What follows belongs to an exercise in optimizing a design on an open flow for small area, a short achievable clock period and few clock cycles; a production flow would make more cautious choices.
In this exercise RTL edits were held to simulation tests only and were not proved equivalent to the original.

### design/flow/config.mk
export PLATFORM = sky130hd
export DESIGN_NAME = cvu_channel
export DESIGN_NICKNAME = cvu_channel
export VERILOG_FILES = /design/flow/design.v
export SDC_FILE = /design/flow/constraint.sdc
export NUM_CORES = 4
export LEC_CHECK = 0
export ABC_AREA = 1
export CAP_MARGIN = 20
export CORE_MARGIN = 2
export CORE_UTILIZATION = 25
export SLEW_MARGIN = 20
### design/flow/constraint.sdc
create_clock -name core_clock -period 55.0 [get_ports {clk}]
set_input_delay 11.0000 -clock core_clock [delete_from_list [all_inputs] [get_ports {clk}]]
set_output_delay 11.0000 -clock core_clock [all_outputs]
set_load 0.01 [all_outputs]
### design/flow/design.v
module cvu_channel (
    input             clk,
    input             rst,
    input             reg_we,
    input      [2:0]  reg_addr,
    input      [31:0] reg_wdata,
    input             scrub,
    input             fail_clr,
    input             job_start,
    input             job_verify,
    input      [63:0] job_rx,
    output            job_ready,
    input             in_valid,
    input      [63:0] in_data,
    input      [3:0]  in_nbytes,
    input             in_last,
    output            in_ready,
    output            res_valid,
    output     [63:0] res_value,
    output            res_fail,
    output reg [63:0] last_res,
    output reg [63:0] last_rx,
    output reg [31:0] fail_count,
    output reg [47:0] bytes_total
);
    localparam [6:0]  STD_WIDTH  = 7'd32;
    localparam [63:0] STD_POLY   = 64'h0000_0000_04C1_1DB7;
    localparam [63:0] STD_INIT   = 64'h0000_0000_FFFF_FFFF;
    localparam [63:0] STD_XOROUT = 64'h0000_0000_FFFF_FFFF;
    localparam [1:0] S_IDLE = 2'd0, S_RUN = 2'd1, S_DONE = 2'd2;
    reg [6:0]  p_width;
    reg        p_refin, p_refout;
    reg [63:0] p_poly, p_init, p_xorout;
    reg [31:0] stage_poly_hi, stage_init_hi, stage_xorout_hi;
    always @(posedge clk) begin
        if (rst || scrub) begin
            p_width         <= STD_WIDTH;
            p_refin         <= 1'b1;
            p_refout        <= 1'b1;
            p_poly          <= STD_POLY;
            p_init          <= STD_INIT;
            p_xorout        <= STD_XOROUT;
            stage_poly_hi   <= STD_POLY[63:32];
            stage_init_hi   <= STD_INIT[63:32];
            stage_xorout_hi <= STD_XOROUT[63:32];
        end else if (reg_we) begin
            case (reg_addr)
                3'd0: if (reg_wdata[6:0] >= 7'd8 && reg_wdata[6:0] <= 7'd64) begin
                          p_width  <= reg_wdata[6:0];
                          p_refin  <= reg_wdata[8];
                          p_refout <= reg_wdata[9];
                      end
                3'd1: p_poly          <= {stage_poly_hi, reg_wdata};
                3'd2: stage_poly_hi   <= reg_wdata;
                3'd3: p_init          <= {stage_init_hi, reg_wdata};
                3'd4: stage_init_hi   <= reg_wdata;
                3'd5: p_xorout        <= {stage_xorout_hi, reg_wdata};
                3'd6: stage_xorout_hi <= reg_wdata;
                default: ;
            endcase
        end
    end
    function [63:0] width_mask(input [6:0] w);
        integer i;
        begin
            for (i = 0; i < 64; i = i + 1)
                width_mask[i] = (i < w);
        end
    endfunction
    function [7:0] reverse8(input [7:0] b);
        integer i;
        begin
            for (i = 0; i < 8; i = i + 1)
                reverse8[i] = b[7 - i];
        end
    endfunction
    function [63:0] crc_byte(input [63:0] r_in, input [7:0] d, input [63:0] poly);
        integer i;
        reg [63:0] r;
        reg        fb;
        begin
            r = r_in;
            for (i = 7; i >= 0; i = i - 1) begin
                fb = r[63] ^ d[i];
                r  = {r[62:0], 1'b0} ^ (fb ? poly : 64'd0);
            end
            crc_byte = r;
        end
    endfunction
    function [63:0] reverse64(input [63:0] r);
        integer i;
        begin
            for (i = 0; i < 64; i = i + 1)
                reverse64[i] = r[63 - i];
        end
    endfunction
    reg [1:0]  state;
    reg [6:0]  j_width;
    reg        j_refin, j_refout, j_verify;
    reg [63:0] j_mask, j_poly, j_xorout, j_rx;
    reg [63:0] crc;
    reg [27:0] j_bytes;    
    assign job_ready = (state == S_IDLE);
    assign in_ready  = (state == S_RUN);
    wire start_acc = job_start && job_ready && !scrub;
    wire beat_acc  = in_valid && in_ready;
    reg [63:0] crc_next;
    integer    bi;
    always @* begin
        crc_next = crc;
        for (bi = 0; bi < 8; bi = bi + 1)
            if (bi < in_nbytes)
                crc_next = crc_byte(crc_next,
                                    j_refin ? reverse8(in_data[8*bi +: 8]) : in_data[8*bi +: 8],
                                    j_poly);
    end
    wire [6:0]  j_wp7    = j_width + 7'd7;
    wire [3:0]  j_k      = j_wp7[6:3];
    wire [63:0] rx_mask  = width_mask({j_k, 3'b000});
    wire [6:0]  j_shift   = 7'd64 - j_width;
    wire [63:0] final_reg = j_refout ? reverse64(crc) : (crc >> j_shift);
    wire [63:0] result    = (final_reg ^ j_xorout) & j_mask;
    wire        mismatch  = j_verify && (((result ^ j_rx) & j_mask) != 64'd0);
    assign res_valid = (state == S_DONE);
    assign res_value = result;
    assign res_fail  = mismatch;
    always @(posedge clk) begin
        if (rst || scrub) begin
            state <= S_IDLE;
        end else begin
            case (state)
                S_IDLE: if (start_acc) state <= S_RUN;
                S_RUN:  if (beat_acc && in_last) state <= S_DONE;
                default: state <= S_IDLE;
            endcase
        end
    end
    always @(posedge clk) begin
        if (start_acc) begin
            j_width  <= p_width;
            j_refin  <= p_refin;
            j_refout <= p_refout;
            j_verify <= job_verify;
            j_mask   <= width_mask(p_width);
            j_poly   <= (p_poly & width_mask(p_width)) << (7'd64 - p_width);
            j_xorout <= p_xorout & width_mask(p_width);
            j_rx     <= job_rx;
            crc      <= (p_init & width_mask(p_width)) << (7'd64 - p_width);
            j_bytes  <= 28'd0;
        end else if (beat_acc) begin
            crc      <= crc_next;
            j_bytes  <= j_bytes + {24'd0, in_nbytes};
        end
    end
    always @(posedge clk) begin
        if (rst) begin
            last_res    <= 64'd0;
            last_rx     <= 64'd0;
            fail_count  <= 32'd0;
            bytes_total <= 48'd0;
        end else begin
            if (scrub) begin
                last_res <= 64'd0;
                last_rx  <= 64'd0;
            end else if (res_valid) begin
                last_res <= result;
                if (j_verify)
                    last_rx <= j_rx & rx_mask;
            end
            if (fail_clr)
                fail_count <= (!scrub && res_valid && mismatch) ? 32'd1 : 32'd0;
            else if (!scrub && res_valid && mismatch && fail_count != 32'hFFFF_FFFF)
                fail_count <= fail_count + 32'd1;
            if (!scrub && res_valid)
                bytes_total <= bytes_total + {20'd0, j_bytes} + (j_verify ? {44'd0, j_k} : 48'd0);
        end
    end
endmodule
### design/flow/run.sh
#!/bin/bash
# synth_recipe.tcl (not shown) runs the flow's synth.tcl, then flattens the netlist and writes it again
# the make line also repeats each setting of config.mk as NAME=value (left out here)
make -C /OpenROAD-flow-scripts/flow DESIGN_CONFIG=/design/flow/config.mk WORK_HOME=/design/flow/orfs CLKGATE_MAP_FILE= SYNTH_SCRIPT=/design/flow/synth_recipe.tcl finish
==> flow_summary.html <==
<table>
<tr><th>Metric</th><th>Value</th></tr>
<tr><th colspan="2">Setup path</th></tr>
<tr><td>CP required</td><td>55.46 ns</td></tr>
<tr><td>Category of the worst setup path launch point</td><td>input pin</td></tr>
<tr><td>CP Max Fanout</td><td>67</td></tr>
<tr><td>Largest delay share family, worst path</td><td>simple AND/OR/NAND/NOR gates</td></tr>
<tr><td>Kind of critical path</td><td>input pin to flip-flop</td></tr>
<tr><td>Master of the slowest instance on the critical path</td><td>sky130_fd_sc_hd__buf_4</td></tr>
<tr><td>CP Data Arrival Time</td><td>47.28 ns</td></tr>
<tr><td>Cell with the most instances on the worst path</td><td>sky130_fd_sc_hd__nand2_4</td></tr>
<tr><td>Stage delay of the slowest cell on the critical path</td><td>~0.68 ns</td></tr>
<tr><td>Critical path buffer and inverter count</td><td>24</td></tr>
<tr><td>Type of element capturing the critical path</td><td>flip-flop</td></tr>
<tr><th colspan="2">Synthesis</th></tr>
<tr><td>Number of enable flip-flop cells after synthesis</td><td>around 330</td></tr>
<tr><td>Post-synthesis instance total</td><td>~19000</td></tr>
<tr><td>Number of library cell types mapped by synthesis</td><td>81</td></tr>
<tr><td>Most used standard cell by instance count after synthesis</td><td>sky130_fd_sc_hd__nand2_1</td></tr>
<tr><td>Most frequent cells after synthesis</td><td>sky130_fd_sc_hd__nand2_1, sky130_fd_sc_hd__nor2_1, sky130_fd_sc_hd__xnor2_1</td></tr>
<tr><td>Yosys reg bits</td><td>864</td></tr>
<tr><td>Top-area cell type share of the netlist area</td><td>0.146</td></tr>
<tr><td>Leading cell types by total area after synthesis</td><td>sky130_fd_sc_hd__xnor2_1, sky130_fd_sc_hd__nand2_1, sky130_fd_sc_hd__xor2_1, sky130_fd_sc_hd__nor2_1, sky130_fd_sc_hd__dfxtp_1</td></tr>
<tr><td>Primary FF master, synth</td><td>sky130_fd_sc_hd__dfxtp_1</td></tr>
<tr><td>Sequential-to-total area share from yosys stat</td><td>0.167</td></tr>
<tr><td>Mapped Nets</td><td>19000</td></tr>
<tr><td>Cell area after synthesis</td><td>0.123 mm2</td></tr>
<tr><td>Cell taking the most area after synthesis</td><td>sky130_fd_sc_hd__xnor2_1</td></tr>
<tr><td>Count of synthesis-stage warnings from yosys</td><td>1</td></tr>
<tr><td>Per-instance average area after synthesis</td><td>6.55 um2</td></tr>
<tr><td>Asr flop ratio synth</td><td>0</td></tr>
<tr><th colspan="2">Flow run</th></tr>
<tr><td>Max-cap check violation count</td><td>0</td></tr>
<tr><th colspan="2">Status</th></tr>
<tr><td>Outcome</td><td>complete, no violations</td></tr>
<tr><th colspan="2">Global route</th></tr>
<tr><td>First-pass GRT wire length</td><td>between 800000 and 900000 um</td></tr>
<tr><td>Total routing usage reported by global routing</td><td>0.246</td></tr>
<tr><td>Pin count of the biggest net entering global routing</td><td>237</td></tr>
<tr><td>Total overflow reported by the global router</td><td>0</td></tr>
<tr><td>Via count of the first global-routing pass</td><td>114000</td></tr>
<tr><td>Number of antenna violations at the first check in global routing</td><td>47</td></tr>
<tr><th colspan="2">Timing</th></tr>
<tr><td>Final hold slack</td><td>0.446 ns</td></tr>
<tr><td>Post-route setup slack</td><td>8.19 ns</td></tr>
<tr><td>Number of failing setup endpoints in the final timing report</td><td>0</td></tr>
<tr><td>Setup repair after global routing missed its margin</td><td>no</td></tr>
<tr><td>Actual transition at the worst max-transition pin</td><td>1.35 ns</td></tr>
<tr><td>Period utilisation layout</td><td>0.851</td></tr>
<tr><td>Clock skew after layout</td><td>0.100 ns</td></tr>
<tr><td>Maximum clock frequency</td><td>21.4 MHz</td></tr>
<tr><td>Time the worst path needs with I/O delays and setup</td><td>46.81 ns</td></tr>
<tr><td>Max-slew violations</td><td>0</td></tr>
<tr><td>Normalized max-slew margin</td><td>0.0892</td></tr>
<tr><td>Number of hold violations in the final report</td><td>0</td></tr>
<tr><td>Setup TNS</td><td>0 ns</td></tr>
<tr><th colspan="2">Clock network</th></tr>
<tr><td>Clock tree from TritonCTS</td><td>done</td></tr>
<tr><td>Clock Latency Late Sink</td><td>0.74 ns</td></tr>
<tr><td>Clock transition at the registers of the reported paths</td><td>0.07 ns</td></tr>
<tr><td>Total CTS buffers</td><td>91</td></tr>
<tr><td>CTS H-Tree Depth</td><td>3</td></tr>
<tr><td>Total of cells resized after clock tree synthesis</td><td>0</td></tr>
<tr><td>Clock Sink Count</td><td>864</td></tr>
<tr><td>Number of buffers between clock root and the deepest sink</td><td>3</td></tr>
<tr><td>Clk Tree Root Cell</td><td>sky130_fd_sc_hd__clkbuf_16</td></tr>
<tr><td>Buffers inserted by post-CTS timing repair</td><td>0</td></tr>
<tr><td>CTS Hold Bufs</td><td>0</td></tr>
<tr><th colspan="2">Detailed routing</th></tr>
<tr><td>DR vias</td><td>roughly 130k</td></tr>
<tr><td>Number of vias per cell after detailed routing</td><td>5.09</td></tr>
<tr><td>Met1 wire length</td><td>251000 um</td></tr>
<tr><td>Met3 wire length</td><td>81500 um</td></tr>
<tr><td>Routed length per instance</td><td>25.8 um</td></tr>
<tr><td>DR top layer</td><td>met5</td></tr>
<tr><td>Iteration-0 DRC Markers</td><td>18100</td></tr>
<tr><td>Met2 wire length</td><td>between 200000 and 300000 um</td></tr>
<tr><td>Final Routed Wirelength</td><td>644000 um</td></tr>
<tr><td>DRT Pass-1 Iters</td><td>6</td></tr>
<tr><td># DRC</td><td>0</td></tr>
<tr><td>Post-route ant nets</td><td>0</td></tr>
<tr><th colspan="2">Placed design</th></tr>
<tr><td>Placer congestion estimate</td><td>between 1 and 1.5</td></tr>
<tr><td>Pre-CTS worst setup slack</td><td>7.84 ns</td></tr>
<tr><td>Post-DP HPWL</td><td>460000 um</td></tr>
<tr><td>Port Buf Inserts</td><td>451</td></tr>
<tr><td>Dpl cell area</td><td>0.129 mm2</td></tr>
<tr><td>Placed Cells</td><td>24700</td></tr>
<tr><th colspan="2">Layout</th></tr>
<tr><td>Area growth from synthesis to layout</td><td>7.55%</td></tr>
<tr><td>Area occupied by registers</td><td>0.0206 mm2</td></tr>
<tr><td>Fraction of layout cells with a size suffix above 1</td><td>0.0958</td></tr>
<tr><td>Post-layout net count</td><td>18600</td></tr>
<tr><td>Footprint of the multi-input gates</td><td>0.0884 mm2</td></tr>
<tr><td>Number of standard cells in the layout, taps in and fillers out</td><td>approximately 25000</td></tr>
<tr><td>Fin area</td><td>0.132 mm2</td></tr>
<tr><td>Number of fill cells</td><td>~54000</td></tr>
<tr><td>Final core area utilization</td><td>0.270</td></tr>
<tr><th colspan="2">Die</th></tr>
<tr><td>Die area</td><td>between 0.4 and 0.5 mm2</td></tr>
<tr><td>Core Area</td><td>about 0.49 mm2</td></tr>
<tr><td>Die width</td><td>706 um</td></tr>
<tr><td>Number of standard-cell rows in the floorplan</td><td>257</td></tr>
<tr><td>Die Height</td><td>706 um</td></tr>
<tr><td>Count of pins on the block boundary</td><td>452</td></tr>
<tr><td>Initial cell density of the core</td><td>0.251</td></tr>
<tr><th colspan="2">Min path</th></tr>
<tr><td>Class of the worst hold path</td><td>flip-flop to flip-flop</td></tr>
</table>
-- layout by cell type (no fill, tap or decap), types with 126 or more instances in the layout --
| cell | synthesis | final |
|---|---|---|
| sky130_fd_sc_hd__a21oi_1 | 481 | 480 |
| sky130_fd_sc_hd__nor2_2 | 151 | 157 |
| sky130_fd_sc_hd__nand3_2 | 237 | 239 |
| sky130_fd_sc_hd__xnor2_1 | 2052 | 2051 |
| sky130_fd_sc_hd__nand2_1 | 4021 | 4019 |
| sky130_fd_sc_hd__mux2i_1 | 137 | 137 |
| sky130_fd_sc_hd__nand3_1 | 685 | 683 |
| sky130_fd_sc_hd__o211ai_1 | 126 | 126 |
| sky130_fd_sc_hd__nand2_2 | 289 | 289 |
| sky130_fd_sc_hd__buf_4 | 26 | 404 |
| sky130_fd_sc_hd__edfxtp_1 | 329 | 329 |
| sky130_fd_sc_hd__dfxtp_1 | 535 | 534 |
| sky130_fd_sc_hd__nand2_4 | 136 | 137 |
| sky130_fd_sc_hd__nor2_1 | 3192 | 3179 |
| sky130_fd_sc_hd__inv_1 | 1019 | 987 |
| sky130_fd_sc_hd__o21ai_0 | 1553 | 1530 |
| sky130_fd_sc_hd__clkdlybuf4s50_1 | 0 | 450 |
| sky130_fd_sc_hd__xor2_1 | 1581 | 1578 |
-- state kept, by name, indices dropped and copies added, names as in the netlist, 48 cells and up --
signal and cells:
crc 64, j_mask 64, j_poly 64, j_rx 64, j_xorout 64, last_res 64, last_rx 64, p_init 64
p_poly 64, p_xorout 64, bytes_total 48
-- per-layer routing --
| layer | track usage | vias to the layer above |
|---|---|---|
| met1 | 0.317 | 59000 |
| met4 | 0.181 | 48 |
| li1 | - | 57800 |
| met3 | 0.0717 | 1773 |
| met5 | 0.00183 | - |
| met2 | 0.347 | 8210 |
-- path summary, 6_finish.rpt --
kind	cells past startpoint	start	end	slack, ns
setup reg to reg	189	crc[63]$_DFFE_PP_	crc[60]$_DFFE_PP_	16.90
hold reg to reg	0	p_refout$_SDFFE_PP1P_	j_refout$_DFFE_PP_	0.45
hold / removal	0	p_refout$_SDFFE_PP1P_	j_refout$_DFFE_PP_	0.45
setup / recovery	190	in_data[0]	crc[60]$_DFFE_PP_	8.19
-- cell type report --
class                   count  area share
repair buffers            859      0.0577
diodes                     22    0.000416
well taps                6475      0.0612
clock buffers             128      0.0206
clock inverters            43     0.00361
inverters                1158      0.0334
flip-flops and latches    864       0.156
multi-input cells       15400       0.667
-- cell families after synthesis --
logic type / share of synthesized area
xor gates and xnor gates: 0.262
buffers and inverters: 0.117
and+or+nand+nor: 0.326
muxes: 0.0111
AOI/OAI and AO/OA: 0.110
DFF: 0.167
adders and majority gates: 0.00697
Testbench counts, summed over its fixed seeds: cycles 49,553.

## afterwards: timing with drivers on the ports
No port has a modelled driver above. Below, the same layout with a new extraction and two added sets of constraints. Step 1, drivers: a clkbuf_16 drives clk and a buf_2 each remaining input, both assumed. Step 2 moves the port delays by t, midway between the first and last clock arrival at a register: inputs arrive t later, outputs are due t later. That takes back most of the time a late clock gives input paths. Three values: no drivers, after step 1, after step 2; two values: the first two.
t (ns): 0.788
slack for setup (ns): 8.187 / 8.210 / 7.422
worst hold slack (ns): 0.446 / 0.446 / 0.446
worst setup path at the end: input to register
latest minus earliest clock arrival (ns): 0.107 / 0.106
After both steps this run still meets setup and hold. The setup slack of this run moves by +0.023 ns with the drivers and by -0.765 ns with both steps.
